This design comes from an exercise in tuning for small area on the open sky130 flow, not from production work.
RTL that was checked went through simulation tests only; none was proved equivalent to the original.
No functional check of the RTL was part of runs 2 and 3.
Power figures rest on the tool's default switching activity, not on a simulated workload.

--- design.v ---
module pwm_add #(parameter W = 8) (
    input  wire [W-1:0] a,
    input  wire [W-1:0] b,
    input  wire         ci,
    output wire [W-1:0] s,
    output wire         co
);
    wire [W:0] c;
    assign c[0] = ci;
    genvar i;
    generate
        for (i = 0; i < W; i = i + 1) begin : g
            assign s[i]   = a[i] ^ b[i] ^ c[i];
            assign c[i+1] = (a[i] & b[i]) | (c[i] & (a[i] ^ b[i]));
        end
    endgenerate
    assign co = c[W];
endmodule
module pwm_ge #(parameter W = 8) (
    input  wire [W-1:0] a,
    input  wire [W-1:0] b,
    output wire         ge
);
    wire [W:0] c;
    assign c[0] = 1'b1;
    genvar i;
    generate
        for (i = 0; i < W; i = i + 1) begin : g
            wire nb = ~b[i];
            assign c[i+1] = (a[i] & nb) | (a[i] & c[i]) | (nb & c[i]);
        end
    endgenerate
    assign ge = c[W];
endmodule
module pwm_axis (
    input  wire        clk,
    input  wire        rst,           
    input  wire [15:0] per,           
    input  wire [1:0]  presc,         
    input  wire [6:0]  dith,          
    input  wire        carrdith,      
    input  wire [15:0] seed,          
    input  wire        seed_load,     
    input  wire [5:0]  mode,          
    input  wire [15:0] cmp_u,
    input  wire [15:0] cmp_v,
    input  wire [15:0] cmp_w,
    input  wire [9:0]  dtr_u,
    input  wire [9:0]  dtr_v,
    input  wire [9:0]  dtr_w,
    input  wire [9:0]  dtf_u,
    input  wire [9:0]  dtf_v,
    input  wire [9:0]  dtf_w,
    input  wire [7:0]  minp,
    output wire [2:0]  gh,            
    output wire [2:0]  gl,            
    output wire        pstart,        
    output reg  [15:0] cnt,           
    output reg  [15:0] plen           
);
    localparam [1:0] M_OFF = 2'd0, M_LOW = 2'd1, M_PWM = 2'd2, M_PWMH = 2'd3;
    reg  [2:0]  sub;                
    reg  [1:0]  presc_c;
    reg         first;              
    reg  [6:0]  s;                  
    reg  [2:0]  gh_en, gh_full, gl_en, gl_r3;
    reg  [15:0] sc_u, sc_v, sc_w;   
    reg  [9:0]  dc_u, dc_v, dc_w;   
    wire [2:0]  smask    = {presc_c == 2'd3, presc_c[1], presc_c != 2'd0};
    wire        sub_wrap = &(sub | ~smask);
    wire [15:0] pre_k    = 16'd128 >> presc_c;
    wire        preload  = first | ((cnt + pre_k) == plen && sub == 3'd0);
    wire        last     = &s;
    reg  [15:0] lfsr;
    wire [15:0] lfsr_nx = {lfsr[0], lfsr[15], lfsr[14] ^ lfsr[0], lfsr[13] ^ lfsr[0],
                           lfsr[12], lfsr[11] ^ lfsr[0], lfsr[10:1]};
    reg  [15:0] per_r;
    reg  [6:0]  dith_r;
    reg  [15:0] pn;                 
    reg  [1:0]  presc_n;
    reg  [7:0]  minp_r;
    reg  [5:0]  mode_r;
    reg  [15:0] x, c_u, c_v, c_w;   
    reg  [15:0] r;                  
    reg  [9:0]  d_u, d_v, d_w;      
    reg  [9:0]  f_u, f_v, f_w;      
    reg  [2:0]  n_gh_en, n_gh_full, n_gl_en, n_gl_r3;
    wire [2:0]  ph    = s[6:4];
    wire        ph_a  = (ph == 3'd1);
    wire        ph_b  = (ph == 3'd2);
    wire        ph_c  = (ph == 3'd3);
    wire        ph_d  = (ph == 3'd4) | (ph == 3'd5) | (ph == 3'd6);
    wire        step  = ph_a | ph_b | ph_d;
    wire        rot   = (s[3:0] == 4'd15) & (ph_c | ph_d);
    wire        abit  = x[15] | ph_c;
    wire [15:0] b_op  = ph_a ? {9'd0, dith_r} : ph_c ? per_r : pn;
    wire [10:0] c1000;
    pwm_add #(11) u_c1000 (.a(11'd1000), .b({4'd0, dith_r}), .ci(1'b0), .s(c1000), .co());
    wire [16:0] c_op  = ph_a ? {6'd0, c1000} : ph_b ? 17'h10000 : ph_c ? {1'b0, x} : {1'b0, per_r};
    wire [15:0] r_in  = (s[3:0] == 4'd0 || ph_c) ? 16'd0 : r;
    wire [17:0] t2, t3;
    wire        ge1, ge2;
    wire [17:0] u1  = {r_in, 1'b0} ;
    wire [17:0] v1  = {2'd0, abit ? b_op : 16'd0};
    wire [17:0] s1;
    pwm_add #(18) u_s1 (.a(u1), .b(v1), .ci(1'b0), .s(s1), .co());
    pwm_add #(18) u_t2 (.a(s1), .b(~{1'b0, c_op}), .ci(1'b1), .s(t2), .co(ge1));
    pwm_add #(18) u_t3 (.a(s1), .b(~{c_op, 1'b0}), .ci(1'b1), .s(t3), .co(ge2));
    wire        dg2   = ge2;
    wire        dg1   = ge1 & ~ge2;
    wire [15:0] r_nx  = dg2 ? t3[15:0] : dg1 ? t2[15:0] : s1[15:0];
    wire [14:0] x_inc;
    pwm_add #(15) u_xi (.a(x[14:0]), .b(15'd0), .ci(dg2), .s(x_inc), .co());
    wire [15:0] x_st  = {x_inc, dg1};
    wire [15:0] x_nx  = step ? x_st : x;
    wire [1:0]  lg   = (ph == 3'd5) ? 2'd0 : (ph == 3'd6) ? 2'd1 : 2'd2;
    wire [9:0]  d_s  = (lg == 2'd0) ? d_u : (lg == 2'd1) ? d_v : d_w;
    wire [9:0]  f_s  = (lg == 2'd0) ? f_u : (lg == 2'd1) ? f_v : f_w;
    wire [1:0]  m_s  = mode_r[2*lg +: 2];
    wire [7:0]  m1   = (minp_r == 8'd0) ? 8'd0 : minp_r - 8'd1;
    wire [10:0] k1, k2;
    pwm_add #(11) u_k1 (.a({1'b0, d_s}), .b({3'd0, m1}), .ci(1'b0), .s(k1), .co());
    pwm_add #(11) u_k2 (.a({1'b0, (m_s == M_PWM) ? f_s : 10'd0}),
                        .b((m_s == M_PWM) ? {3'd0, m1} : 11'd0), .ci(1'b0), .s(k2), .co());
    wire [10:0] k1s  = k1 >> presc_n;
    wire [10:0] k2s  = k2 >> presc_n;
    wire        cmp1;
    pwm_ge #(16) u_cmp1 (.a({5'd0, k1s}), .b(c_w), .ge(cmp1));
    wire [15:0] sck;
    wire        sck_c;
    pwm_add #(16) u_sck (.a(c_w), .b({5'd0, k2s}), .ci(1'b0), .s(sck), .co(sck_c));
    wire        cmp2_l;
    pwm_ge #(16) u_cmp2 (.a(sck), .b(pn), .ge(cmp2_l));
    wire        cmp2 = sck_c | cmp2_l;
    reg         rg_gh_en, rg_gh_full, rg_gl_en, rg_gl_r3;
    always @(*) begin
        rg_gh_en = 1'b0; rg_gh_full = 1'b0; rg_gl_en = 1'b0; rg_gl_r3 = 1'b0;
        case (m_s)
            M_LOW: rg_gl_en = 1'b1;
            M_PWM: begin
                if (cmp1) rg_gl_en = 1'b1;
                else if (cmp2) begin rg_gh_en = 1'b1; rg_gh_full = 1'b1; end
                else begin rg_gh_en = 1'b1; rg_gl_en = 1'b1; rg_gl_r3 = 1'b1; end
            end
            M_PWMH: begin rg_gh_en = ~cmp1; rg_gh_full = cmp2; end
            default: ;
        endcase
    end
    wire        rg_we = (ph == 3'd5) | (ph == 3'd6) | (ph == 3'd7);
    wire [2:0]  hi_end = gh_en & gh_full;
    wire [2:0]  lo_end = gl_en;
    always @(posedge clk) begin
        if (rst)
            lfsr <= 16'd0;
        else if (seed_load)
            lfsr <= seed;
        else if (preload)
            lfsr <= lfsr_nx;
    end
    always @(posedge clk) begin
        if (preload) begin
            per_r   <= per;
            dith_r  <= carrdith ? dith : 7'd0;
            pn      <= lfsr_nx;
            presc_n <= presc;
            minp_r  <= minp;
            mode_r  <= mode;
            x       <= per;
            c_u     <= cmp_u;
            c_v     <= cmp_v;
            c_w     <= cmp_w;
            d_u     <= (mode[1:0] == M_PWM && lo_end[0]) ? dtr_u : 10'd0;
            d_v     <= (mode[3:2] == M_PWM && lo_end[1]) ? dtr_v : 10'd0;
            d_w     <= (mode[5:4] == M_PWM && lo_end[2]) ? dtr_w : 10'd0;
            f_u     <= dtf_u;
            f_v     <= dtf_v;
            f_w     <= dtf_w;
        end else begin
            if (step)
                r <= r_nx;
            if (ph_c)
                pn <= t2[15:0];
            if (rot) begin
                x   <= c_u;
                c_u <= c_v;
                c_v <= c_w;
                c_w <= x_nx;
            end else
                x <= x_nx;
            if (rg_we) begin
                n_gh_en[lg]   <= rg_gh_en;
                n_gh_full[lg] <= rg_gh_full;
                n_gl_en[lg]   <= rg_gl_en;
                n_gl_r3[lg]   <= rg_gl_r3;
            end
        end
    end
    always @(posedge clk) begin
        if (rst) begin
            cnt     <= 16'd0;
            sub     <= 3'd0;
            plen    <= 16'd0;
            presc_c <= 2'd0;
            first   <= 1'b1;
            s       <= 7'd0;
            gh_en   <= 3'd0;
            gl_en   <= 3'd0;
        end else begin
            first <= 1'b0;
            if (preload | (s != 7'd0))
                s <= s + 7'd1;
            if (last) begin
                cnt     <= 16'd0;
                sub     <= 3'd0;
                plen    <= pn;
                presc_c <= presc_n;
                gh_en   <= n_gh_en;
                gl_en   <= n_gl_en;
            end else if (sub_wrap) begin
                sub <= 3'd0;
                cnt <= cnt + 16'd1;
            end else
                sub <= sub + 3'd1;
        end
    end
    wire [2:0] x_off;               
    pwm_ge #(16) u_xu (.a(cnt), .b(sc_u), .ge(x_off[0]));
    pwm_ge #(16) u_xv (.a(cnt), .b(sc_v), .ge(x_off[1]));
    pwm_ge #(16) u_xw (.a(cnt), .b(sc_w), .ge(x_off[2]));
    wire [2:0] trig = ~gl_r3 | x_off;
    wire [2:0] dz   = {dc_w == 10'd0, dc_v == 10'd0, dc_u == 10'd0};
    wire [12:0] tk  = {cnt[9:0], 3'd0} >> (2'd3 - presc_c);
    wire [9:0]  tlo = tk[9:0] | {7'd0, sub};
    wire        tbig = (cnt >> (4'd10 - {2'd0, presc_c})) != 16'd0;
    wire [2:0] hs_ge;
    pwm_ge #(10) u_hu (.a(tlo), .b(d_u), .ge(hs_ge[0]));
    pwm_ge #(10) u_hv (.a(tlo), .b(d_v), .ge(hs_ge[1]));
    pwm_ge #(10) u_hw (.a(tlo), .b(d_w), .ge(hs_ge[2]));
    wire [2:0] hs_ok = hs_ge | {3{tbig}};
    wire [2:0] ld_f = n_gl_r3 | hi_end;
    always @(posedge clk) begin
        if (last) begin
            sc_u    <= c_u;
            sc_v    <= c_v;
            sc_w    <= c_w;
            gh_full <= n_gh_full;
            gl_r3   <= n_gl_r3;
            dc_u    <= ld_f[0] ? f_u : 10'd0;
            dc_v    <= ld_f[1] ? f_v : 10'd0;
            dc_w    <= ld_f[2] ? f_w : 10'd0;
        end else begin
            if (trig[0] & ~dz[0]) dc_u <= dc_u - 10'd1;
            if (trig[1] & ~dz[1]) dc_v <= dc_v - 10'd1;
            if (trig[2] & ~dz[2]) dc_w <= dc_w - 10'd1;
        end
    end
    assign gh = gh_en & hs_ok & (gh_full | ~x_off);
    assign gl = gl_en & trig & dz;
    assign pstart = (cnt == 16'd0) & (sub == 3'd0);
endmodule
--- config.mk ---
export PLATFORM = sky130hd
export DESIGN_NAME = pwm_axis
export DESIGN_NICKNAME = pwm_axis
export VERILOG_FILES = /design/flow/design.v
export SDC_FILE = /design/flow/constraint.sdc
export NUM_CORES = 4
export LEC_CHECK = 0
export CAP_MARGIN = 20
export CORE_MARGIN = 2
export CORE_UTILIZATION = 40
export SLEW_MARGIN = 20
--- constraint.sdc ---
create_clock -name core_clock -period 350.0 [get_ports {clk}]
set_input_delay 70.0000 -clock core_clock [delete_from_list [all_inputs] [get_ports {clk}]]
set_output_delay 70.0000 -clock core_clock [all_outputs]
set_load 0.01 [all_outputs]
--- run.sh ---
#!/bin/bash
# synth_recipe.tcl (not shown) runs the flow's synth.tcl, then flattens the netlist and writes it again
# the make line also repeats each setting of config.mk as NAME=value (left out here)
make -C /OpenROAD-flow-scripts/flow DESIGN_CONFIG=/design/flow/config.mk WORK_HOME=/design/flow/orfs CLKGATE_MAP_FILE= SYNTH_SCRIPT=/design/flow/synth_recipe.tcl finish
==> flow_summary.json, run 1 <==
{
  "core-area_um2": 51090,
  "yosys.area.top_type_share_pct": 40.14,
  "rows": 83,
  "finalHoldViolCount": 0,
  "layout-drive-gt1-share_pct": 7.267,
  "dpl-instance-area_um2": 23270,
  "netlist_area_um2": 20570,
  "clkLatencyLatePin_ps": 580,
  "h-tree-depth": 2,
  "synth.most_common_cell": "edfxtp_1",
  "worst_pin_slew_ps": 994.9,
  "p_per_area_nw_per_um2": 5.569,
  "min_path_type": "flop to flop",
  "period_needed_ps": 74240,
  "track_usage_pct": 22.89,
  "hpwl_mm": 46.17,
  "syn_avg_cell_area_um2": 10.70,
  "status": "complete, no violations",
  "synth_seq_area_share_pct": 48.22,
  "syn2layout_area_growth_pct": 20.37,
  "place.gp.congestion": 0.9054,
  "syn_nets": 2215,
  "cp-end-kind": "output port",
  "synthArstFlopShare_pct": 0,
  "wire_per_inst_um": 21.73,
  "critPathLaunchType": "flop",
  "cts_buffer_depth": 3,
  "max_clock_freq_mhz": 13.47,
  "final_nets": 2392,
  "drt-vias-per-instance": 5.520,
  "required_ps": 280000,
  "muxShareOfSynthArea_pct": 7.590,
  "dieWidth_um": 230.8,
  "clkSlewWorstSetupHoldPaths_ps": 60,
  "grt_pass1_wl_mm": 92.57,
  "cts_made_buffers": 42,
  "finalSetupTns_ps": 0,
  "ys_ff_latch": 358,
  "synth_flop_cell": "edfxtp_1",
  "synth-compound-area-share_pct": 12.63,
  "fin_skew_ps": 28.72,
  "p_leak_nw": 9.005,
  "post_cts_buffers": 0,
  "start_util_pct": 40.27,
  "synth_top_family_by_area": "simple AND/OR/NAND/NOR gates",
  "synth_warnings": 1,
  "ys_types": 81,
  "path_cells": "mux2_1, mux2i_1, a31oi_1, o311ai_2, a41oi_1, a2111oi_2, a211oi_1, maj3_2, o221a_1, clkdlybuf4s50_1",
  "synth_fa_ha_area_share_pct": 11.28,
  "cp_max_fo": 19,
  "route.detailed.drc": 0,
  "fin_crit_sh_pct": 21.21,
  "grt_pass1_vias": 15470,
  "overflow": 0,
  "synthTopCellsByCount": "edfxtp_1, nand2_1, nor2_1",
  "cts.repair.resized": 0,
  "seqCellArea_um2": 9920,
  "vias": 15540,
  "die_h_um": 230.8,
  "slew_viol_final": 0,
  "grt_max_degree": 77,
  "wl_mm": 61.16,
  "rsz0062_at_grt": "false",
  "synth_edf_count": 275,
  "path_delay_family": "compound AO/OA/AOI/OAI gates",
  "drtIter0Drc": 1402,
  "maxCapViolCount": 0,
  "drt_first_pass_iters": 6,
  "ctsRootBufferMaster": "clkbuf_16",
  "hold_buffers": 0,
  "yosys.area_share.simple_pct": 13.57,
  "final_cell_area_um2": 24760,
  "crit_buf_inv": 1,
  "max_stage_delay_ps": 800,
  "worst-setup-path-type": "flop to output port",
  "fillers": 4716,
  "ios": 206,
  "slew_headroom_pct": 33.68,
  "die_area_um2": 53260,
  "postRouteAntennaNets": 0,
  "multi_input_area_um2": 9876,
  "clock_sinks": 358,
  "synthTopCellsByArea": "edfxtp_1, dfxtp_1, fa_1",
  "synth_xor_area_share_pct": 2.767,
  "cts_tree": "done",
  "synth_area_leader_cell": "edfxtp_1",
  "crit_slowest_cell": "dfxtp_1",
  "io_buffer_count": 205,
  "vdd_ir_drop_max_mv": 0.003553,
  "antenna_found_initial": 2,
  "arrival_ps": 4230,
  "setup_viol_count_final": 0,
  "netlist_instances": 1923
}
cells by family (layout without fill, tap and decap cells):
kind of cell | Yosys count | count (layout)
compound gates | 405 | 405
xor+xnor | 65 | 65
fa+ha+maj | 149 | 149
buf+inv | 204 | 414
flops | 358 | 358
mux | 138 | 138
other cells | 0 | 2
simple gates | 604 | 604
routing by layer:
layer  global-route usage, %  up-vias  share of wire (%)
li1                        -     7253                  -
met1                   31.82     7677                 44
met2                   36.96      515                 46
met3                   3.471       93                6.2
met4                   6.875        0                2.9
met5                       0        -                  0
stage by stage:
step	setup WS, ps	total power, mW	std cells	hold WS (ps)	utilization (%)
after floorplan	277420	0.07867	1923	422.2	-
after global placement	276380	0.09026	2736	429.0	45.54
after detailed placement	276380	0.09156	2736	434.4	45.54
after CTS	275740	0.1389	2813	441.8	48.44
after global routing	275540	0.1451	2815	455.4	48.47
final	275770	0.1379	2815	445.3	48.47
layout by cell type, fill, tap and decap left out, types with 46 or more instances in the layout:
master           netlist  layout
a21oi_1              136     134
fa_1                  68      68
dfxtp_1               83      83
nor2_1               161     161
inv_1                 98      97
o21ai_0               78      78
clkbuf_16              0      46
clkdlybuf4s50_1        0     204
mux2_1                60      60
nand2_1              229     228
ha_1                  57      57
mux2i_1               63      63
edfxtp_1             275     275
power by group:
group	total, mW	leakage, nW	internal, mW	switching, mW
Sequential	0.0537	3.32	0.0501	0.00357
Combinational	0.0372	4.96	0.0166	0.0206
Clock	0.0470	0.724	0.0283	0.0187
path summary, 6_finish.rpt:
check,cells after the start,endpoint,from,slack (ps)
max,10,gh[1],presc_c[0]$_SDFFE_PP0P_,275770
min,0,sc_v[7]$_DFFE_PP_,c_v[7]$_DFFE_PP_,450
max reg2reg,45,c_w[15]$_DFFE_PP_,s[4]$_SDFFE_PP0P_,337050
min reg2reg,0,sc_v[7]$_DFFE_PP_,c_v[7]$_DFFE_PP_,450
area by class of cell:
type | count | share of cell area (%)
tap | 680 | 3.436
inverter | 109 | 1.667
clock buffer | 48 | 4.679
multi-input combinational | 1361 | 39.88
clock inverter | 29 | 1.299
antenna | 2 | 0.02021
sequential | 358 | 40.06
timing repair buffer | 228 | 8.963
flip-flops by register name (all words and copies together), names as in the netlist, 16 cells and up:
name   count
c_u       16
c_v       16
c_w       16
cnt       16
lfsr      16
per_r     16
plen      16
pn        16
r         16
sc_u      16
sc_v      16
sc_w      16
x         16
worst reg2reg max path: cells and delay by family (launching register included):
family | cells | cell delay (ps)
AOI/OAI and AO/OA | 4 | 560
xor gates and xnor gates | 1 | 150
adders and majority gates | 30 | 9660
buffers and inverters | 5 | 700
DFF | 1 | 630
muxes | 1 | 340
and+or+nand+nor | 4 | 640
==> run 2: changes to the inputs <==
--- a/design.v
+++ b/design.v
@@ -85,53 +85,76 @@
     reg  [9:0]  d_u, d_v, d_w;      
     reg  [9:0]  f_u, f_v, f_w;      
     reg  [2:0]  n_gh_en, n_gh_full, n_gl_en, n_gl_r3;
-    wire [2:0]  ph    = s[6:4];
-    wire        ph_a  = (ph == 3'd1);
-    wire        ph_b  = (ph == 3'd2);
-    wire        ph_c  = (ph == 3'd3);
-    wire        ph_d  = (ph == 3'd4) | (ph == 3'd5) | (ph == 3'd6);
-    wire        step  = ph_a | ph_b | ph_d;
-    wire        rot   = (s[3:0] == 4'd15) & (ph_c | ph_d);
-    wire        abit  = x[15] | ph_c;
-    wire [15:0] b_op  = ph_a ? {9'd0, dith_r} : ph_c ? per_r : pn;
+    wire [1:0]  ph    = s[6:5];
+    wire [4:0]  k     = s[4:0];
+    wire        ph0   = (ph == 2'd0);
+    wire        op_a  = ph0 & ((s[4] == 1'b0 && s[3:0] != 4'd0) || k == 5'd16);
+    wire        op_b  = ph0 & (k >= 5'd17) & (k <= 5'd29);
+    wire        op_c  = ph0 & (k == 5'd30);
+    wire        op_d  = ~ph0 & ~k[4];
+    wire        rg    = ~ph0 & k[4] & (k[3:0] < 4'd12);
+    wire [3:0]  m     = k[3:0];
+    wire        m0    = rg & (m == 4'd0);
+    wire        m4    = rg & (m == 4'd4);
+    wire        m5    = rg & (m == 4'd5);
+    wire        m6    = rg & (m == 4'd6);
+    wire        m10   = rg & (m == 4'd10);
+    wire        m11   = rg & (m == 4'd11);
+    wire        m_dbl = rg & ((m >= 4'd1 && m <= 4'd3) || (m >= 4'd7 && m <= 4'd9));
+    wire [1:0]  dbl_i = (m >= 4'd7) ? m[1:0] - 2'd3 : m[1:0] - 2'd1;    
+    wire        dbl_on = m_dbl & (dbl_i < presc_n);
+    wire        step  = op_a | op_b | op_d;
+    wire        rot   = (k == 5'd31) & (ph != 2'd3);
+    wire        r_clr = (op_a & s[3:0] == 4'd1 & ~s[4]) | (op_b & k == 5'd17) | (op_d & k == 5'd0) |
+                        op_c | m0 | m6;
+    wire [1:0]  lg    = ph - 2'd1;
+    wire [9:0]  d_s   = (lg == 2'd0) ? d_u : (lg == 2'd1) ? d_v : d_w;
+    wire [9:0]  f_s   = (lg == 2'd0) ? f_u : (lg == 2'd1) ? f_v : f_w;
+    wire [1:0]  m_s   = mode_r[2*lg +: 2];
+    wire        pwm_s = (m_s == M_PWM);
+    wire [7:0]  mp    = {minp_r[7:1], minp_r[0] | (minp_r == 8'd0)};
+    wire [7:0]  mp2   = pwm_s ? mp : 8'd1;
+    wire        abit  = op_b ? x[12] : ((x[15] & (op_a | op_d)) | op_c | m0 | m6);
+    wire [15:0] b_op  = ({16{op_a}} & {9'd0, dith_r}) | ({16{op_b | op_d | m0}} & pn) |
+                        ({16{op_c}} & per_r) | ({16{m6}} & x);
     wire [10:0] c1000;
     pwm_add #(11) u_c1000 (.a(11'd1000), .b({4'd0, dith_r}), .ci(1'b0), .s(c1000), .co());
-    wire [16:0] c_op  = ph_a ? {6'd0, c1000} : ph_b ? 17'h10000 : ph_c ? {1'b0, x} : {1'b0, per_r};
-    wire [15:0] r_in  = (s[3:0] == 4'd0 || ph_c) ? 16'd0 : r;
+    wire [16:0] c_op  = ({17{op_a}} & {6'd0, c1000}) | {op_b, 16'd0} |
+                        ({17{op_c}} & {4'd0, x[12:0]}) | ({17{op_d}} & {1'b0, per_r}) |
+                        ({17{m0}} & {1'b0, x}) | ({17{m4 & pwm_s}} & {7'd0, f_s}) |
+                        ({17{m5}} & {8'd0, mp2, 1'b0}) | ({17{m11}} & {8'd0, mp, 1'b0}) |
+                        ({17{m10}} & {7'd0, d_s});
+    wire [15:0] r_in  = r_clr ? 16'd0 : r;
     wire [17:0] t2, t3;
     wire        ge1, ge2;
-    wire [17:0] u1  = {r_in, 1'b0} ;
-    wire [17:0] v1  = {2'd0, abit ? b_op : 16'd0};
     wire [17:0] s1;
-    pwm_add #(18) u_s1 (.a(u1), .b(v1), .ci(1'b0), .s(s1), .co());
+    pwm_add #(18) u_s1 (.a({1'b0, r_in, 1'b0}), .b({2'd0, abit ? b_op : 16'd0}), .ci(1'b0), .s(s1), .co());
     pwm_add #(18) u_t2 (.a(s1), .b(~{1'b0, c_op}), .ci(1'b1), .s(t2), .co(ge1));
     pwm_add #(18) u_t3 (.a(s1), .b(~{c_op, 1'b0}), .ci(1'b1), .s(t3), .co(ge2));
-    wire        dg2   = ge2;
-    wire        dg1   = ge1 & ~ge2;
+    wire        dg2   = ge2 & ~m0;
+    wire        dg1   = ge1 & ~dg2;
     wire [15:0] r_nx  = dg2 ? t3[15:0] : dg1 ? t2[15:0] : s1[15:0];
+    wire        r_we  = ~(m_dbl & ~dbl_on);
     wire [14:0] x_inc;
     pwm_add #(15) u_xi (.a(x[14:0]), .b(15'd0), .ci(dg2), .s(x_inc), .co());
     wire [15:0] x_st  = {x_inc, dg1};
     wire [15:0] x_nx  = step ? x_st : x;
-    wire [1:0]  lg   = (ph == 3'd5) ? 2'd0 : (ph == 3'd6) ? 2'd1 : 2'd2;
-    wire [9:0]  d_s  = (lg == 2'd0) ? d_u : (lg == 2'd1) ? d_v : d_w;
-    wire [9:0]  f_s  = (lg == 2'd0) ? f_u : (lg == 2'd1) ? f_v : f_w;
-    wire [1:0]  m_s  = mode_r[2*lg +: 2];
-    wire [7:0]  m1   = (minp_r == 8'd0) ? 8'd0 : minp_r - 8'd1;
-    wire [10:0] k1, k2;
-    pwm_add #(11) u_k1 (.a({1'b0, d_s}), .b({3'd0, m1}), .ci(1'b0), .s(k1), .co());
-    pwm_add #(11) u_k2 (.a({1'b0, (m_s == M_PWM) ? f_s : 10'd0}),
-                        .b((m_s == M_PWM) ? {3'd0, m1} : 11'd0), .ci(1'b0), .s(k2), .co());
-    wire [10:0] k1s  = k1 >> presc_n;
-    wire [10:0] k2s  = k2 >> presc_n;
-    wire        cmp1;
-    pwm_ge #(16) u_cmp1 (.a({5'd0, k1s}), .b(c_w), .ge(cmp1));
-    wire [15:0] sck;
-    wire        sck_c;
-    pwm_add #(16) u_sck (.a(c_w), .b({5'd0, k2s}), .ci(1'b0), .s(sck), .co(sck_c));
-    wire        cmp2_l;
-    pwm_ge #(16) u_cmp2 (.a(sck), .b(pn), .ge(cmp2_l));
-    wire        cmp2 = sck_c | cmp2_l;
+    reg         dec, val, t_cmp2;
+    wire        ovf   = (m_dbl & dbl_on & s1[16]) | ((m4 | m10) & t3[16]);
+    wire        cmp1  = dec ? val : ~ge2;
+    always @(posedge clk) begin
+        if (m0) begin
+            dec <= ~ge1; val <= 1'b1;
+        end else if (m6) begin
+            dec <= 1'b0;
+        end else if (~dec & (m4 | m10) & ~ge2) begin
+            dec <= 1'b1; val <= 1'b1;
+        end else if (~dec & ovf) begin
+            dec <= 1'b1; val <= 1'b0;
+        end
+        if (m5)
+            t_cmp2 <= dec ? val : ~ge2;
+    end
     reg         rg_gh_en, rg_gh_full, rg_gl_en, rg_gl_r3;
     always @(*) begin
         rg_gh_en = 1'b0; rg_gh_full = 1'b0; rg_gl_en = 1'b0; rg_gl_r3 = 1'b0;
@@ -139,14 +162,14 @@
             M_LOW: rg_gl_en = 1'b1;
             M_PWM: begin
                 if (cmp1) rg_gl_en = 1'b1;
-                else if (cmp2) begin rg_gh_en = 1'b1; rg_gh_full = 1'b1; end
+                else if (t_cmp2) begin rg_gh_en = 1'b1; rg_gh_full = 1'b1; end
                 else begin rg_gh_en = 1'b1; rg_gl_en = 1'b1; rg_gl_r3 = 1'b1; end
             end
-            M_PWMH: begin rg_gh_en = ~cmp1; rg_gh_full = cmp2; end
+            M_PWMH: begin rg_gh_en = ~cmp1; rg_gh_full = t_cmp2; end
             default: ;
         endcase
     end
-    wire        rg_we = (ph == 3'd5) | (ph == 3'd6) | (ph == 3'd7);
+    wire        rg_we = m11;
     wire [2:0]  hi_end = gh_en & gh_full;
     wire [2:0]  lo_end = gl_en;
     always @(posedge clk) begin
@@ -176,9 +199,9 @@
             f_v     <= dtf_v;
             f_w     <= dtf_w;
         end else begin
-            if (step)
+            if (r_we)
                 r <= r_nx;
-            if (ph_c)
+            if (op_c)
                 pn <= t2[15:0];
             if (rot) begin
                 x   <= c_u;
@@ -240,9 +263,9 @@
     wire [2:0] ld_f = n_gl_r3 | hi_end;
     always @(posedge clk) begin
         if (last) begin
-            sc_u    <= c_u;
-            sc_v    <= c_v;
-            sc_w    <= c_w;
+            sc_u    <= c_v;
+            sc_v    <= c_w;
+            sc_w    <= x;
             gh_full <= n_gh_full;
             gl_r3   <= n_gl_r3;
             dc_u    <= ld_f[0] ? f_u : 10'd0;
--- a/config.mk
+++ b/config.mk
@@ -8,4 +8,7 @@
 export CAP_MARGIN = 20
 export CORE_MARGIN = 2
 export CORE_UTILIZATION = 40
+export CTS_BUF_LIST = sky130_fd_sc_hd__clkbuf_8
+export CTS_CLUSTER_DIAMETER = 60
+export CTS_CLUSTER_SIZE = 20
 export SLEW_MARGIN = 20
==> run 2 against run 1 <==
First-iteration DRC count rose by 6.6%. Global-route usage rose by 0.14 points. Total power decreased by 7.4%. Sequential power is 6.3% higher. Utilization decreased by 1.1 points. Critical endpoint is now gh[2].
==> flow_summary.json, run 2 <==
{
  "layout_common_cells": "edfxtp_1, nand2_1, clkdlybuf4s50_1, nor2_1, o21ai_0",
  "maxCapViolCount": 0,
  "ys_ff_latch": 361,
  "place_ws_ps": 276290,
  "ctsRootBufferMaster": "clkbuf_8",
  "fin_skew_ps": 43.40,
  "synth_area_leader_cell": "edfxtp_1",
  "grt_util_met2_pct": 36.59,
  "clkLatencyLatePin_ps": 640,
  "status": "complete, no violations",
  "setup_viol_count_final": 0,
  "layout_commonest_cell": "edfxtp_1",
  "wl_mm": 58.33,
  "route.detailed.drc": 0,
  "die_h_um": 225.6,
  "required_ps": 280000,
  "yosys.area.top_type_share_pct": 42.36,
  "synthTopCellsByCount": "edfxtp_1, nand2_1, nor2_1",
  "syn2layout_area_growth_pct": 17.58,
  "postRouteAntennaNets": 0,
  "final_cell_area_um2": 23090,
  "post_cts_buffers": 0,
  "cp_max_fo": 23,
  "dpl-instance-area_um2": 22230,
  "slew_viol_final": 0,
  "p_leak_nw": 8.126,
  "drt_first_pass_iters": 7,
  "synth.most_common_cell": "edfxtp_1",
  "clock_sinks": 361,
  "netlist_instances": 1834,
  "h-tree-depth": 2,
  "synth_edf_count": 277,
  "core-area_um2": 48750,
  "seqCellArea_um2": 10000,
  "grt_pass1_wl_mm": 88.26,
  "syn_nets": 2099,
  "vdd_ir_drop_max_mv": 0.003108,
  "worst-setup-path-type": "flop to output port",
  "cp-end-kind": "output port",
  "synth_seq_area_share_pct": 50.92,
  "syn_avg_cell_area_um2": 10.71,
  "ios": 206,
  "rsz0062_at_grt": "false",
  "cts_made_buffers": 35,
  "vias": 14870,
  "cts_tree": "done",
  "fin_crit_sh_pct": 21.25,
  "grt_most_used_layer": "met2",
  "multi_input_area_um2": 8831,
  "synthTopCellsByArea": "edfxtp_1, dfxtp_1, nand2_1",
  "use_met3_pct": 3.357,
  "synthArstFlopShare_pct": 0,
  "finalSetupTns_ps": 0,
  "synth_flop_cell": "edfxtp_1",
  "overflow": 0,
  "slew_headroom_pct": 31.62,
  "worstHoldPathCells": 0,
  "drtIter0Drc": 1495,
  "wire_per_inst_um": 21.73,
  "drt-vias-per-instance": 5.539,
  "total_power_mw": 0.1278,
  "io_buffer_count": 205,
  "grt_max_degree": 172,
  "netlist_area_um2": 19640,
  "grt_pass1_vias": 14550,
  "dieWidth_um": 225.6,
  "die_area_um2": 50880,
  "reg2reg_setup_slack_ps": 336800,
  "gr-usage-met1_pct": 32.98,
  "clkSlewWorstSetupHoldPaths_ps": 110,
  "worst_pin_slew_ps": 1024,
  "cts_buffer_depth": 3,
  "cts.repair.resized": 0,
  "arrival_ps": 4390,
  "final_nets": 2258,
  "antenna_found_initial": 2,
  "start_util_pct": 40.28,
  "track_usage_pct": 23.03,
  "place.gp.congestion": 0.8736,
  "p_per_area_nw_per_um2": 5.534,
  "max_clock_freq_mhz": 13.44,
  "timing.final.ws_setup_ps": 275610,
  "hold_buffers": 0,
  "layout-drive-gt1-share_pct": 7.826,
  "rows": 81,
  "ys_types": 76,
  "r2r_cells": 54,
  "synth_warnings": 1,
  "min_path_type": "flop to flop",
  "critPathLaunchType": "flop",
  "finalHoldViolCount": 0,
  "hpwl_mm": 43.88,
  "period_needed_ps": 74390,
  "fillers": 4526
}
## run 2: final cells by class
| cell class | count | area share (%) |
|---|---|---|
| antenna | 1 | 0.01084 |
| clock buffer | 37 | 2.205 |
| clock inverter | 26 | 1.479 |
| inverter | 105 | 1.712 |
| multi-input combinational | 1269 | 38.25 |
| sequential | 361 | 43.31 |
| tap | 664 | 3.598 |
| timing repair buffer | 221 | 9.440 |
## run 2: where the power goes
part / leakage [nW] / switching [mW] / internal (mW)
combinational: 4.31 / 0.0221 / 0.0174
clock: 0.439 / 0.0177 / 0.0134
sequential: 3.38 / 0.00455 / 0.0526
## run 2: cells by family after synthesis
logic type	share of synthesized area, %
simple gates	13.52
compound gates	13.52
flops	50.92
buf+inv	4.211
fa+ha+maj	8.895
mux	5.677
xor+xnor	3.256
## run 2: critical path: stages (launching register included)
cell and delay (ps):
dfxtp_1 860, inv_1 390, ha_1 440, a21oi_1 80, o211ai_1 190, a21oi_1 60, o21ai_0 510, a311oi_1 120
and3_1 180, a211oi_1 340, clkdlybuf4s50_1 610
## run 2: path summary, 6_finish.rpt
check,startpoint,end
setup reg to reg,s[5]$_SDFFE_PP0P_,x[15]$_DFF_P_
setup / recovery,presc_c[0]$_SDFFE_PP0P_,gh[2]
hold reg to reg,c_v[15]$_DFFE_PP_,sc_u[15]$_DFFE_PP_
hold / removal,c_v[15]$_DFFE_PP_,sc_u[15]$_DFFE_PP_
## run 2: metal layers
metal	wire, µm	vias to the layer above
met2	26560	524
met5	0	-
li1	-	6942
met1	26700	7311
met4	1452	0
met3	3617	90
## run 2: metrics by stage
stage               utilization, %  hold WS (ps)  instances
floorplan                        -         422.2       1834
global placement             45.59         438.7       2620
detailed placement           45.59         436.3       2620
CTS                          47.34         435.0       2683
global route                 47.37         464.5       2684
finish                       47.37         443.0       2684
==> run 3: changes to the inputs <==
--- a/design.v
+++ b/design.v
@@ -64,7 +64,8 @@
     reg         first;              
     reg  [6:0]  s;                  
     reg  [2:0]  gh_en, gh_full, gl_en, gl_r3;
-    reg  [15:0] sc_u, sc_v, sc_w;   
+    reg  [6:0]  hl_u, hl_v, hl_w;   
+    reg  [2:0]  xs;                 
     reg  [9:0]  dc_u, dc_v, dc_w;   
     wire [2:0]  smask    = {presc_c == 2'd3, presc_c[1], presc_c != 2'd0};
     wire        sub_wrap = &(sub | ~smask);
@@ -246,10 +247,21 @@
                 sub <= sub + 3'd1;
         end
     end
-    wire [2:0] x_off;               
-    pwm_ge #(16) u_xu (.a(cnt), .b(sc_u), .ge(x_off[0]));
-    pwm_ge #(16) u_xv (.a(cnt), .b(sc_v), .ge(x_off[1]));
-    pwm_ge #(16) u_xw (.a(cnt), .b(sc_w), .ge(x_off[2]));
+    wire [2:0] x_ge;
+    pwm_ge #(16) u_xu (.a(cnt), .b(c_v), .ge(x_ge[0]));
+    pwm_ge #(16) u_xv (.a(cnt), .b(c_w), .ge(x_ge[1]));
+    pwm_ge #(16) u_xw (.a(cnt), .b(x),   .ge(x_ge[2]));
+    wire       win  = (s != 7'd0);
+    wire [2:0] x_eq = {cnt[6:0] == hl_w, cnt[6:0] == hl_v, cnt[6:0] == hl_u};
+    wire [2:0] x_off = win ? (xs | x_eq) : x_ge;
+    always @(posedge clk) begin
+        xs <= x_off;
+        if (preload) begin
+            hl_u <= c_v[6:0];
+            hl_v <= c_w[6:0];
+            hl_w <= x[6:0];
+        end
+    end
     wire [2:0] trig = ~gl_r3 | x_off;
     wire [2:0] dz   = {dc_w == 10'd0, dc_v == 10'd0, dc_u == 10'd0};
     wire [12:0] tk  = {cnt[9:0], 3'd0} >> (2'd3 - presc_c);
@@ -263,9 +275,6 @@
     wire [2:0] ld_f = n_gl_r3 | hi_end;
     always @(posedge clk) begin
         if (last) begin
-            sc_u    <= c_v;
-            sc_v    <= c_w;
-            sc_w    <= x;
             gh_full <= n_gh_full;
             gl_r3   <= n_gl_r3;
             dc_u    <= ld_f[0] ? f_u : 10'd0;
==> flow/run.sh (new file) <==
#!/bin/bash
# Own layout flow: the standard flow (standard synthesis, floorplan, power grid and tap
# cells unchanged), with single-drive port buffers and a clock tree of small buffers without
# dummy loads. Each make run writes its full output to a log file in the work folder.
set -euo pipefail
export BUFFER_PORTS_ARGS="-buffer_cell sky130_fd_sc_hd__buf_1"
export CTS_ARGS="-sink_clustering_enable -repair_clock_nets -dont_use_dummy_load -buf_list sky130_fd_sc_hd__clkbuf_8 -sink_clustering_size 16 -sink_clustering_max_diameter 50"
bash standard.sh synth > synth.log 2>&1
bash standard.sh finish > layout.log 2>&1
==> standard.sh (new file) <==
#!/bin/bash
# synth_recipe.tcl (not shown) runs the flow's synth.tcl, then flattens the netlist and writes it again
# the make line also repeats each setting of config.mk as NAME=value (left out here)
make -C /OpenROAD-flow-scripts/flow DESIGN_CONFIG=/design/flow/config.mk WORK_HOME=/design/flow/orfs CLKGATE_MAP_FILE= SYNTH_SCRIPT=/design/flow/synth_recipe.tcl "${@:-finish}"
--- a/config.mk
+++ b/config.mk
@@ -8,7 +8,4 @@
 export CAP_MARGIN = 20
 export CORE_MARGIN = 2
 export CORE_UTILIZATION = 40
-export CTS_BUF_LIST = sky130_fd_sc_hd__clkbuf_8
-export CTS_CLUSTER_DIAMETER = 60
-export CTS_CLUSTER_SIZE = 20
 export SLEW_MARGIN = 20
removed: run.sh
==> run 3 against run 2 <==
Combinational power is 23% lower. Synthesized cell count is 2.3% lower. Critical endpoint unchanged. Die area is 3.2% lower. Register-to-register slack worse by 730 ps. Sequential share of layout area is 1.2 points higher. Still clean. Sequential power is 5.1% lower. Highest routed layer is now met5. Critical path type unchanged. Setup slack better by 400 ps. First-iteration DRC count is 6.8% higher. Utilization is 2.9 points lower. Sequential cell count is 24 lower.
==> flow_summary.json, run 3 <==
{
  "worst_pin_slew_ps": 1045,
  "min_to": "gh_full[2]$_DFFE_PP_",
  "h-tree-depth": 2,
  "yosys.area.top_type_share_pct": 39.53,
  "syn_nets": 2056,
  "synth_flop_cell": "edfxtp_1",
  "path_delay_family": "simple AND/OR/NAND/NOR gates",
  "wire_per_inst_um": 22.36,
  "drt-met1-wl_mm": 25.75,
  "top_layer_used": "met5",
  "worst-setup-path-type": "flop to output port",
  "cts_made_buffers": 42,
  "finalSetupTns_ps": 0,
  "ys_types": 80,
  "required_ps": 280000,
  "netlist_instances": 1791,
  "synth_edf_count": 250,
  "wl_met3_mm": 4.146,
  "ctsRootBufferMaster": "clkbuf_8",
  "r2r_cells": 52,
  "postRouteAntennaNets": 0,
  "r2r_start": "s[5]$_SDFFE_PP0P_",
  "syn_avg_cell_area_um2": 10.60,
  "max_clock_freq_mhz": 13.52,
  "route.detailed.drc": 0,
  "antenna_found_initial": 1,
  "overflow": 0,
  "die_h_um": 221.9,
  "core-area_um2": 46750,
  "ys_ff_latch": 337,
  "worstHoldPathCells": 0,
  "crit_buf_inv": 2,
  "hpwl_mm": 43.15,
  "grt_max_degree": 97,
  "fin_skew_ps": 59.63,
  "synthTopCellsByCount": "edfxtp_1, nand2_1, nor2_1",
  "post_cts_buffers": 0,
  "die_area_um2": 49230,
  "grt_pass1_vias": 14450,
  "maxCapViolCount": 0,
  "vdd_ir_drop_max_mv": 0.003242,
  "layout_commonest_cell": "edfxtp_1",
  "dieWidth_um": 221.9,
  "fin_crit_sh_pct": 21.14,
  "cp-end-kind": "output port",
  "worstHoldStart": "n_gh_full[2]$_DFFE_PP_",
  "syn2layout_area_growth_pct": 9.462,
  "p_per_area_nw_per_um2": 5.262,
  "min_path_type": "flop to flop",
  "max_stage_delay_ps": 520,
  "wl_mm": 57.37,
  "synth.most_common_cell": "edfxtp_1",
  "critPathLaunchType": "flop",
  "cp_max_fo": 10,
  "fillers": 4490,
  "setup_viol_count_final": 0,
  "place.gp.congestion": 0.9157,
  "slew_headroom_pct": 30.10,
  "rows": 79,
  "synthTopCellsByArea": "edfxtp_1, dfxtp_1, fa_1",
  "drtIter0Drc": 1596,
  "track_usage_pct": 23.06,
  "layout_common_cells": "edfxtp_1, buf_1, nand2_1, nor2_1, a21oi_1",
  "status": "complete, no violations",
  "synth_warnings": 1,
  "crit_slowest_cell": "nor4_4",
  "drt-vias-per-instance": 5.684,
  "final_nets": 2226,
  "insertedDiodeCount": 0,
  "path_cells": "inv_1, ha_1, or3b_1, nor4_4, nand4_1, o31ai_2, o21ai_1, a2111oi_0, or2_1, buf_1",
  "netlist_area_um2": 18990,
  "rsz0062_at_grt": "false",
  "reg2reg_setup_slack_ps": 336070,
  "hold_ws_ps": 456.4,
  "r2r_end": "x[15]$_DFF_P_",
  "cts_buffer_depth": 3,
  "grt_pass1_wl_mm": 86.02,
  "start_util_pct": 40.62,
  "vias": 14590,
  "layout-drive-gt1-share_pct": 7.555,
  "p_leak_nw": 7.283,
  "clkSlewWorstSetupHoldPaths_ps": 100,
  "synth_area_leader_cell": "edfxtp_1",
  "clkLatencyLatePin_ps": 630,
  "period_needed_ps": 73980,
  "cts_tree": "done",
  "dr_wl_met2_mm": 25.42,
  "synthArstFlopShare_pct": 0,
  "drt_first_pass_iters": 8,
  "slew_viol_final": 0,
  "io_buffer_count": 205,
  "arrival_ps": 3980,
  "cts.repair.resized": 0,
  "ios": 206,
  "synth_seq_area_share_pct": 48.71,
  "clock_sinks": 337,
  "hold_buffers": 0,
  "finalHoldViolCount": 0
}
run 3: cell types whose count changed after synthesis, sizes merged, moves of 13 or more:
| cell | delta |
|---|---|
| clkbuf | -22 |
| xor2 | +13 |
| nand2 | -20 |
| edfxtp | -27 |
| buf | +14 |
| o21ai | -14 |
run 3: how the worst max path moves through the flow:
stage | start | end | slack, ps | cells after the start
after floorplan | s[0]$_SDFFE_PP0P_ | gh[2] | 277470 | 10
after global placement | s[0]$_SDFFE_PP0P_ | gh[2] | 276710 | 10
after detailed placement | s[0]$_SDFFE_PP0P_ | gh[2] | 276600 | 10
after CTS | s[1]$_SDFFE_PP0P_ | gh[2] | 275960 | 10
after global routing | s[0]$_SDFFE_PP0P_ | gh[2] | 275780 | 10
final | s[0]$_SDFFE_PP0P_ | gh[2] | 276020 | 10
run 3: per-layer routing:
metal  global-route usage (%)  vias up
li1                         -     6779
met1                    31.88     7131
met2                    35.55      560
met3                    4.612      114
met4                    9.241        2
met5                        0        -
run 3: logic make-up (layout without fill, tap and decap cells):
family	after synthesis	after routing	synth area share, %
compound gates	396	396	14.17
xor+xnor	93	93	4.289
fa+ha+maj	119	119	9.145
buf+inv	190	358	4.243
flops	337	337	48.71
mux	99	99	5.541
simple gates	557	557	13.90
run 3: layout make-up:
type | instances | area, µm² | area share, %
Inverter | 99 | 371.6 | 1.788
Clock buffer | 42 | 578.1 | 2.781
Multi-Input combinational cell | 1264 | 8967 | 43.14
Sequential cell | 337 | 9249 | 44.50
Timing Repair Buffer | 217 | 860.8 | 4.141
Tap cell | 607 | 759.5 | 3.654
run 3: worst reg2reg max path, delay by kind of cell (launching register included):
kind	cells	cell delay, ps
AND/OR/NAND/NOR	4	1200
flip-flops	1	620
XOR/XNOR	2	360
adder cells (fa/ha/maj)	32	8720
buffers and inverters	5	730
multiplexers	1	200
AO/OA/AOI/OAI	8	1920
run 3: stage by stage:
| step | power (mW) | setup WS, ps | std cells | util (%) | area, µm² |
|---|---|---|---|---|---|
| 2_1_floorplan | 0.07471 | 277470 | 1791 | - | 18990 |
| 5_1_grt | 0.1158 | 275780 | 2566 | 44.46 | 20790 |
| 3_5_place_dp | 0.08500 | 276600 | 2523 | 43.20 | 20200 |
| 4_1_cts | 0.1098 | 275960 | 2565 | 44.43 | 20770 |
| 6_report | 0.1094 | 276020 | 2566 | 44.46 | 20790 |
| 3_3_place_gp | 0.08421 | 276710 | 2523 | 43.19 | 20190 |
run 3: power breakdown:
part	leakage, nW	switching, mW	internal [mW]
clock network	0.302	0.0139	0.0106
registers	3.18	0.00490	0.0493
logic	3.80	0.0178	0.0128
==> run 4: changes to the inputs <==
--- a/design.v
+++ b/design.v
@@ -114,16 +114,16 @@
     wire [1:0]  m_s   = mode_r[2*lg +: 2];
     wire        pwm_s = (m_s == M_PWM);
     wire [7:0]  mp    = {minp_r[7:1], minp_r[0] | (minp_r == 8'd0)};
-    wire [7:0]  mp2   = pwm_s ? mp : 8'd1;
+    wire [7:0]  mp_c  = (m5 & ~pwm_s) ? 8'd1 : mp;
     wire        abit  = op_b ? x[12] : ((x[15] & (op_a | op_d)) | op_c | m0 | m6);
     wire [15:0] b_op  = ({16{op_a}} & {9'd0, dith_r}) | ({16{op_b | op_d | m0}} & pn) |
                         ({16{op_c}} & per_r) | ({16{m6}} & x);
     wire [10:0] c1000;
     pwm_add #(11) u_c1000 (.a(11'd1000), .b({4'd0, dith_r}), .ci(1'b0), .s(c1000), .co());
     wire [16:0] c_op  = ({17{op_a}} & {6'd0, c1000}) | {op_b, 16'd0} |
-                        ({17{op_c}} & {4'd0, x[12:0]}) | ({17{op_d}} & {1'b0, per_r}) |
-                        ({17{m0}} & {1'b0, x}) | ({17{m4 & pwm_s}} & {7'd0, f_s}) |
-                        ({17{m5}} & {8'd0, mp2, 1'b0}) | ({17{m11}} & {8'd0, mp, 1'b0}) |
+                        ({17{op_c | m0}} & {1'b0, x[15:13] & {3{m0}}, x[12:0]}) | ({17{op_d}} & {1'b0, per_r}) |
+                        ({17{m4 & pwm_s}} & {7'd0, f_s}) |
+                        ({17{m5 | m11}} & {8'd0, mp_c, 1'b0}) |
                         ({17{m10}} & {7'd0, d_s});
     wire [15:0] r_in  = r_clr ? 16'd0 : r;
     wire [17:0] t2, t3;
@@ -140,7 +140,8 @@
     pwm_add #(15) u_xi (.a(x[14:0]), .b(15'd0), .ci(dg2), .s(x_inc), .co());
     wire [15:0] x_st  = {x_inc, dg1};
     wire [15:0] x_nx  = step ? x_st : x;
-    reg         dec, val, t_cmp2;
+    reg         dec, val;
+    wire        t_cmp2 = n_gh_full[lg];
     wire        ovf   = (m_dbl & dbl_on & s1[16]) | ((m4 | m10) & t3[16]);
     wire        cmp1  = dec ? val : ~ge2;
     always @(posedge clk) begin
@@ -153,8 +154,6 @@
         end else if (~dec & ovf) begin
             dec <= 1'b1; val <= 1'b0;
         end
-        if (m5)
-            t_cmp2 <= dec ? val : ~ge2;
     end
     reg         rg_gh_en, rg_gh_full, rg_gl_en, rg_gl_r3;
     always @(*) begin
@@ -173,14 +172,9 @@
     wire        rg_we = m11;
     wire [2:0]  hi_end = gh_en & gh_full;
     wire [2:0]  lo_end = gl_en;
-    always @(posedge clk) begin
-        if (rst)
-            lfsr <= 16'd0;
-        else if (seed_load)
-            lfsr <= seed;
-        else if (preload)
-            lfsr <= lfsr_nx;
-    end
+    always @(posedge clk)
+        if (rst | seed_load | preload)
+            lfsr <= {16{~rst}} & (seed_load ? seed : lfsr_nx);
     always @(posedge clk) begin
         if (preload) begin
             per_r   <= per;
@@ -211,9 +205,10 @@
                 c_w <= x_nx;
             end else
                 x <= x_nx;
+            if (m5)
+                n_gh_full[lg] <= dec ? val : ~ge2;
             if (rg_we) begin
                 n_gh_en[lg]   <= rg_gh_en;
-                n_gh_full[lg] <= rg_gh_full;
                 n_gl_en[lg]   <= rg_gl_en;
                 n_gl_r3[lg]   <= rg_gl_r3;
             end
==> run 4 against run 3 <==
Still clean on timing, DRC and antenna. Total power is 20% higher. Utilization increased by 0.13 points. Via count decreased by 1.1%. Largest cell class unchanged. Largest power group unchanged.
==> flow_summary.json, run 4 <==
{
  "h-tree-depth": 2,
  "worst-setup-path-type": "flop to output port",
  "layout_common_cells": "edfxtp_1, buf_1, nand2_1, nor2_1, a21oi_1",
  "synth_edf_count": 265,
  "grt_max_degree": 71,
  "route.detailed.drc": 0,
  "postRouteAntennaNets": 0,
  "track_usage_pct": 23.02,
  "r2r_start": "s[5]$_SDFFE_PP0P_",
  "drt_first_pass_iters": 8,
  "ios": 206,
  "crit_slowest_cell": "dfxtp_1",
  "place.gp.congestion": 0.9263,
  "netlist_instances": 1768,
  "vdd_ir_drop_max_mv": 0.003395,
  "synth_warnings": 1,
  "required_ps": 280000,
  "clock_sinks": 336,
  "rsz0062_at_grt": "false",
  "p_leak_nw": 7.391,
  "post_cts_buffers": 0,
  "hpwl_mm": 43.06,
  "core-area_um2": 46560,
  "yosys.area.top_type_share_pct": 42.11,
  "synth.most_common_cell": "edfxtp_1",
  "layout-drive-gt1-share_pct": 7.621,
  "utilization_pct": 44.59,
  "synthTopCellsByCount": "edfxtp_1, nand2_1, nor2_1",
  "cts_buffer_depth": 3,
  "cts_made_buffers": 40,
  "ys_ff_latch": 336,
  "r2r_cells": 52,
  "wl_mm": 57.19,
  "cpMostUsedCell": "o21ai_0",
  "syn_nets": 2033,
  "r2r_end": "x[14]$_DFF_P_",
  "critPathLaunchType": "flop",
  "cts.repair.resized": 0,
  "worst_pin_slew_ps": 998.4,
  "cp-startpoint": "presc_c[0]$_SDFFE_PP0P_",
  "period_needed_ps": 73790,
  "cp-end-kind": "output port",
  "setup_viol_count_final": 0,
  "clkPwrFrac_pct": 18.4,
  "status": "complete, no violations",
  "maxCapViolCount": 0,
  "antenna_found_initial": 1,
  "dieWidth_um": 221.3,
  "p_int_mw": 0.08286,
  "start_util_pct": 40.59,
  "fin_crit_sh_pct": 21.08,
  "hold_buffers": 0,
  "seq_power_share_pct": 46.0,
  "overflow": 0,
  "grt_pass1_wl_mm": 86.32,
  "max_stage_delay_ps": 830,
  "synthArstFlopShare_pct": 0,
  "rows": 79,
  "syn_avg_cell_area_um2": 10.69,
  "synth_seq_area_share_pct": 49.64,
  "arrival_ps": 3790,
  "ys_types": 71,
  "layout_commonest_cell": "edfxtp_1",
  "min_path_type": "flop to flop",
  "slew_viol_final": 0,
  "grt_pass1_vias": 14190,
  "slew_headroom_pct": 33.37,
  "drtIter0Drc": 1510,
  "fin_skew_ps": 63.73,
  "final_nets": 2209,
  "synth_flop_cell": "edfxtp_1",
  "finalHoldViolCount": 0,
  "ctsRootBufferMaster": "clkbuf_8",
  "p_per_area_nw_per_um2": 6.340,
  "cts_tree": "done",
  "io_buffer_count": 205,
  "reg2reg_setup_slack_ps": 336180,
  "netlist_area_um2": 18900,
  "vias": 14430,
  "switching_share_pct": 37.03,
  "finalSetupTns_ps": 0,
  "syn2layout_area_growth_pct": 9.853,
  "crit_path_end": "gh[1]",
  "die_h_um": 221.3,
  "synth_area_leader_cell": "edfxtp_1",
  "wire_per_inst_um": 22.43,
  "synthTopCellsByArea": "edfxtp_1, dfxtp_1, fa_1",
  "max_clock_freq_mhz": 13.55,
  "path_cells": "inv_1, ha_1, a211o_1, o21ai_0, nand4_1, a21oi_1, o21ai_0, a31o_2, o221ai_1, a31oi_1, buf_1",
  "pwr-share-comb_pct": 35.6,
  "clkLatencyLatePin_ps": 640,
  "cp_max_fo": 21,
  "drt-vias-per-instance": 5.658,
  "p_switching_mw": 0.04874,
  "die_area_um2": 48990,
  "clkSlewWorstSetupHoldPaths_ps": 60
}
-- run 4: power by group through the flow --
stage / registers, mW / logic [mW] / clock network [mW]
after floorplan: 0.0569 / 0.0350 / 0
after global placement: 0.0611 / 0.0448 / 0
after detailed placement: 0.0612 / 0.0466 / 0
after CTS: 0.0604 / 0.0470 / 0.0249
after global routing: 0.0611 / 0.0536 / 0.0262
final: 0.0606 / 0.0468 / 0.0242
-- run 4: worst min-delay path by stage --
| stage | from | end | cells after the start |
|---|---|---|---|
| 5_1_grt | gl_en[2]$_SDFFE_PP0P_ | gl_en[2]$_SDFFE_PP0P_ | 2 |
| 3_3_place_gp | gl_en[2]$_SDFFE_PP0P_ | gl_en[2]$_SDFFE_PP0P_ | 2 |
| 6_report | gl_en[1]$_SDFFE_PP0P_ | gl_en[1]$_SDFFE_PP0P_ | 2 |
| 2_1_floorplan | n_gh_full[2]$_DFFE_PP_ | gh_full[2]$_DFFE_PP_ | 0 |
| 4_1_cts | gl_en[1]$_SDFFE_PP0P_ | gl_en[1]$_SDFFE_PP0P_ | 2 |
| 3_5_place_dp | n_gh_full[2]$_DFFE_PP_ | gh_full[2]$_DFFE_PP_ | 0 |
-- run 4: cell families (layout without fill, tap and decap cells) --
logic type	Yosys count	count (layout)	synth area share (%)
muxes	125	125	7.032
AOI/OAI and AO/OA	373	373	12.70
buffers and inverters	190	364	3.993
xor gates and xnor gates	91	91	4.218
DFF	336	336	49.64
other	0	1	0
and+or+nand+nor	541	541	13.57
adders and majority gates	112	112	8.847
-- run 4: area by class of cell --
type | count | area (µm²)
clock buffer | 40 | 550.5
tap | 607 | 759.5
timing repair buffer | 222 | 898.4
fill | 4420 | 25800
antenna | 1 | 2.502
multi-input combinational | 1242 | 8782
inverter | 102 | 385.4
sequential | 336 | 9379
-- run 4: metal layers --
metal	wire (µm)	part of all wire, %	vias up	GRT usage (%)
met5	0	0	-	0
met4	1807	3.2	0	7.577
met3	4630	8.1	92	4.555
met2	25600	45	597	35.17
met1	25160	44	7015	32.75
li1	-	-	6725	-
-- run 4: per-stage QoR --
stage	hold WS (ps)	setup WS [ps]	total power [mW]	cell area [µm²]	std cells
finish	478.9	276210	0.1316	20760	2550
global route	506.8	275920	0.1409	20760	2550
CTS	476.9	276190	0.1322	20750	2549
detailed placement	460.1	276860	0.1078	20200	2509
global placement	458.5	276880	0.1059	20200	2509
floorplan	426.4	277520	0.09190	18900	1768
-- run 4: worst max-delay path: cells and delay by family (launching register included) --
kind	cells	cell delay, ps
AO/OA/AOI/OAI	7	1390
adder cells (fa/ha/maj)	1	390
buffers and inverters	2	470
flip-flops	1	830
AND/OR/NAND/NOR	1	120
==> run 5: changes to the inputs <==
==> flow/run.sh (replaced) <==
#!/bin/bash
# Own layout flow: the standard flow (floorplan, power grid, tap cells, placement and
# routing unchanged) with three changes:
#  - synthesis is the standard flow's synthesis script with only ABC's mapping script replaced by an
#    area-oriented one (flow/area.abc); registers, their names and cell types are untouched;
#  - ports are buffered with single-drive buffers;
#  - the clock tree uses small buffers and no dummy loads.
# Each make run writes its full output to a log file in the work folder.
set -euo pipefail
W=$PWD
sed 's|^  log_cmd abc {\*}\$abc_args$|  log_cmd abc {*}[lreplace $abc_args 1 1 $::env(MY_ABC_SCRIPT)]|' \
    "$FLOW_HOME/scripts/synth.tcl" > "$W/synth_area.tcl"
grep -q 'MY_ABC_SCRIPT' "$W/synth_area.tcl"
sed "s|source \$::env(SCRIPTS_DIR)/synth.tcl|source $W/synth_area.tcl|" "$W/synth_recipe.tcl" > "$W/synth_recipe_area.tcl"
grep -q "source $W/synth_area.tcl" "$W/synth_recipe_area.tcl"
export MY_ABC_SCRIPT="$W/flow/area.abc"
export BUFFER_PORTS_ARGS="-buffer_cell sky130_fd_sc_hd__buf_1"
export CTS_ARGS="-sink_clustering_enable -repair_clock_nets -dont_use_dummy_load -buf_list sky130_fd_sc_hd__clkbuf_8 -sink_clustering_size 16 -sink_clustering_max_diameter 50"
bash standard.sh "SYNTH_SCRIPT=$W/synth_recipe_area.tcl" synth > synth.log 2>&1
bash standard.sh finish > layout.log 2>&1
==> flow/area.abc (new file) <==
&get -n
&st
&dch
&nf -R 1000 -p
&put
strash
dch -f
map -a
mfs2
&get -n
&st
&syn2
&if -g -K 6
&synch2
&nf -R 1000 -p
&st
&dch -f
&nf -R 1000 -p
&put
strash
dch -f
map -a
mfs2
&get -n
&st
&dch -f
&nf -R 1000 -p
&put
==> run 5 against run 4 <==
Total power increased by 0.82%. Global-route usage is 0.48 points higher. Register-to-register slack improved by 290 ps. Critical endpoint is now gl[1]. Largest cell class unchanged. Highest routed layer unchanged.
==> flow_summary.json, run 5 <==
{
  "hold_buffers": 0,
  "place.gp.congestion": 0.9314,
  "ios": 206,
  "ys_ff_latch": 336,
  "min_path_type": "flop to flop",
  "path_cells": "clkinv_1, o21ai_0, nor2_1, o22ai_1, maj3_1, o21ai_0, a222oi_1, o21ai_0, o221ai_1, a211oi_1, o22ai_1, nand2_1, o211ai_1, o31ai_1, nand2_1, and3_1, buf_1",
  "p_per_area_nw_per_um2": 6.544,
  "antenna_found_initial": 2,
  "period_needed_ps": 74120,
  "syn_nets": 1893,
  "overflow": 0,
  "clkLatencyLatePin_ps": 630,
  "slew_viol_final": 0,
  "cts_tree": "done",
  "required_ps": 280000,
  "total_power_mw": 0.1327,
  "io_buffer_count": 205,
  "synth.most_common_cell": "edfxtp_1",
  "setup_viol_count_final": 0,
  "cpMostUsedCell": "o21ai_0",
  "p_leak_nw": 6.962,
  "cts_buffer_depth": 3,
  "dieWidth_um": 215.8,
  "grt_max_degree": 123,
  "synth_edf_count": 265,
  "ys_types": 58,
  "clock_sinks": 336,
  "vias": 14060,
  "h-tree-depth": 2,
  "drtIter0Drc": 1457,
  "critPathLaunchType": "flop",
  "cts.repair.resized": 0,
  "cts_made_buffers": 42,
  "netlist_area_um2": 17940,
  "syn2layout_area_growth_pct": 13.00,
  "synth_flop_cell": "edfxtp_1",
  "max_stage_delay_ps": 640,
  "route.detailed.drc": 0,
  "finalHoldViolCount": 0,
  "rsz0062_at_grt": "false",
  "postRouteAntennaNets": 0,
  "synthTopCellsByCount": "edfxtp_1, nand2_1, nor2_1",
  "layout_common_cells": "edfxtp_1, buf_1, nand2_1, nor2_1, a21oi_1",
  "clkSlewWorstSetupHoldPaths_ps": 70,
  "ctsRootBufferMaster": "clkbuf_8",
  "core-area_um2": 44220,
  "worst-setup-path-type": "flop to output port",
  "rows": 77,
  "layout_commonest_cell": "edfxtp_1",
  "die_area_um2": 46570,
  "crit_slowest_cell": "dfxtp_1",
  "arrival_ps": 4120,
  "max_clock_freq_mhz": 13.49,
  "synth_warnings": 1,
  "maxCapViolCount": 0,
  "fin_cells": 2490,
  "die_h_um": 215.8,
  "cp-end-kind": "output port",
  "synth_seq_area_share_pct": 52.27,
  "yosys.area.top_type_share_pct": 44.35,
  "finalSetupTns_ps": 0,
  "drt-vias-per-instance": 5.647,
  "final_nets": 2163,
  "track_usage_pct": 23.50,
  "synthArstFlopShare_pct": 0,
  "slew_headroom_pct": 32.01,
  "fin_crit_sh_pct": 21.18,
  "netlist_instances": 1628,
  "numPlacedInstances": 2446,
  "hpwl_mm": 41.17,
  "wire_per_inst_um": 22.08,
  "wl_mm": 54.97,
  "vdd_ir_drop_max_mv": 0.002826,
  "worst_pin_slew_ps": 1017,
  "post_cts_buffers": 0,
  "synthTopCellsByArea": "edfxtp_1, dfxtp_1, fa_1",
  "start_util_pct": 40.58,
  "cp_max_fo": 12,
  "synth_area_leader_cell": "edfxtp_1",
  "grt_pass1_vias": 13820,
  "status": "complete, no violations",
  "grt_pass1_wl_mm": 83.64,
  "fin_skew_ps": 54.53,
  "layout-drive-gt1-share_pct": 3.745,
  "syn_avg_cell_area_um2": 11.02,
  "drt_first_pass_iters": 8
}
==> run 5: cell types whose count changed in the layout (fill, tap and decap cells not counted), moves of 20 or more <==
| cell | previous run | this run |
|---|---|---|
| and2_1 | 44 | 0 |
| nor2b_1 | 16 | 38 |
| a22oi_1 | 12 | 32 |
| inv_1 | 96 | 0 |
| clkinv_1 | 5 | 93 |
| o21ai_0 | 89 | 117 |
| mux2_1 | 1 | 40 |
| mux2_2 | 61 | 0 |
==> run 5: layout make-up <==
| type | count | area [µm²] |
|---|---|---|
| fillers | 4152 | 23940 |
| flip-flops and latches | 336 | 9379 |
| multi-input cells | 1198 | 8278 |
| repair buffers | 226 | 940.9 |
| well taps | 592 | 740.7 |
| clock buffers | 42 | 578.1 |
| inverters | 94 | 355.3 |
| diodes | 2 | 5.005 |
==> run 5: power breakdown <==
part / switching, mW / internal, mW
registers: 0.00694 / 0.0535
clock network: 0.0140 / 0.0106
logic: 0.0281 / 0.0195
total: 0.0491 / 0.0836
==> run 5: stage by stage <==
stage	setup WS (ps)	hold slack, ps	instance area (µm²)	utilization, %
5_1_grt	275600	501.2	20280	45.85
4_1_cts	275820	471.5	20270	45.83
6_report	275880	476.2	20280	45.85
2_1_floorplan	277310	434.9	17940	-
3_3_place_gp	276580	440.6	19680	44.51
3_5_place_dp	276520	454.0	19690	44.52
==> run 5: final timing paths <==
check	start	endpoint	slack, ps	depth (start not counted)
setup / recovery	cnt[1]$_SDFFE_PP0P_	gl[1]	275880	17
hold reg to reg	c_w[3]$_DFFE_PP_	hl_v[3]$_DFFE_PN_	480	0
hold / removal	c_w[3]$_DFFE_PP_	hl_v[3]$_DFFE_PN_	480	0
setup reg to reg	s[5]$_SDFFE_PP0P_	c_w[15]$_DFFE_PP_	336470	53
==> run 5: cells by family after synthesis <==
kind of cell,after synthesis,synth area share (%)
AOI/OAI and AO/OA,437,15.28
and+or+nand+nor,487,12.40
adders and majority gates,101,8.674
xor gates and xnor gates,74,3.612
buffers and inverters,94,1.966
DFF,336,52.27
muxes,99,5.802
==> run 5: worst max-delay path: cells and delay by family, from the launching register on <==
kind / cells / cell delay, ps
buf+inv: 2 / 500
flops: 1 / 640
simple gates: 4 / 510
fa+ha+maj: 1 / 220
compound gates: 10 / 1650
==> run 5: layer usage <==
layer / GRT usage (%) / routed length, µm
met1: 34.03 / 24670
met2: 36.54 / 24740
met3: 3.439 / 4040
met4: 6.920 / 1516
met5: 0 / 0

==> what the ideal ports hide <==
The results above use ideal ports. As a check the final layouts listed here were re-extracted and re-timed, cells and wires unchanged. Step 1: set_driving_cell puts a clkbuf_16 on clk and a buf_2 on each other input, an assumption about the parent block. Step 2 adds t to the input delays and takes it off the output delays; t is the mean of the earliest and latest rising clock arrival at the registers after step 1. Input paths then give back, and output paths get back, about the clock's delay inside the block. Slacks: ideal ports / drivers / drivers and shift; pairs: ideal ports / drivers.
run | shift t [ns] | setup slack, ns | worst setup path at the end | pins driven straight from the clock port
run 1 | 0.625 | 275.765 / 275.704 / 276.329 | register to output | 1
run 2 | 0.674 | 275.614 / 275.557 / 276.232 | register to output | 1
run 3 | 0.658 | 276.017 / 275.965 / 276.623 | register to output | 1
run 4 | 0.667 | 276.207 / 276.151 / 276.818 | register to output | 1
run 5 | 0.659 | 275.878 / 275.824 / 276.483 | register to output | 1
After both steps every run listed still meets setup and hold.
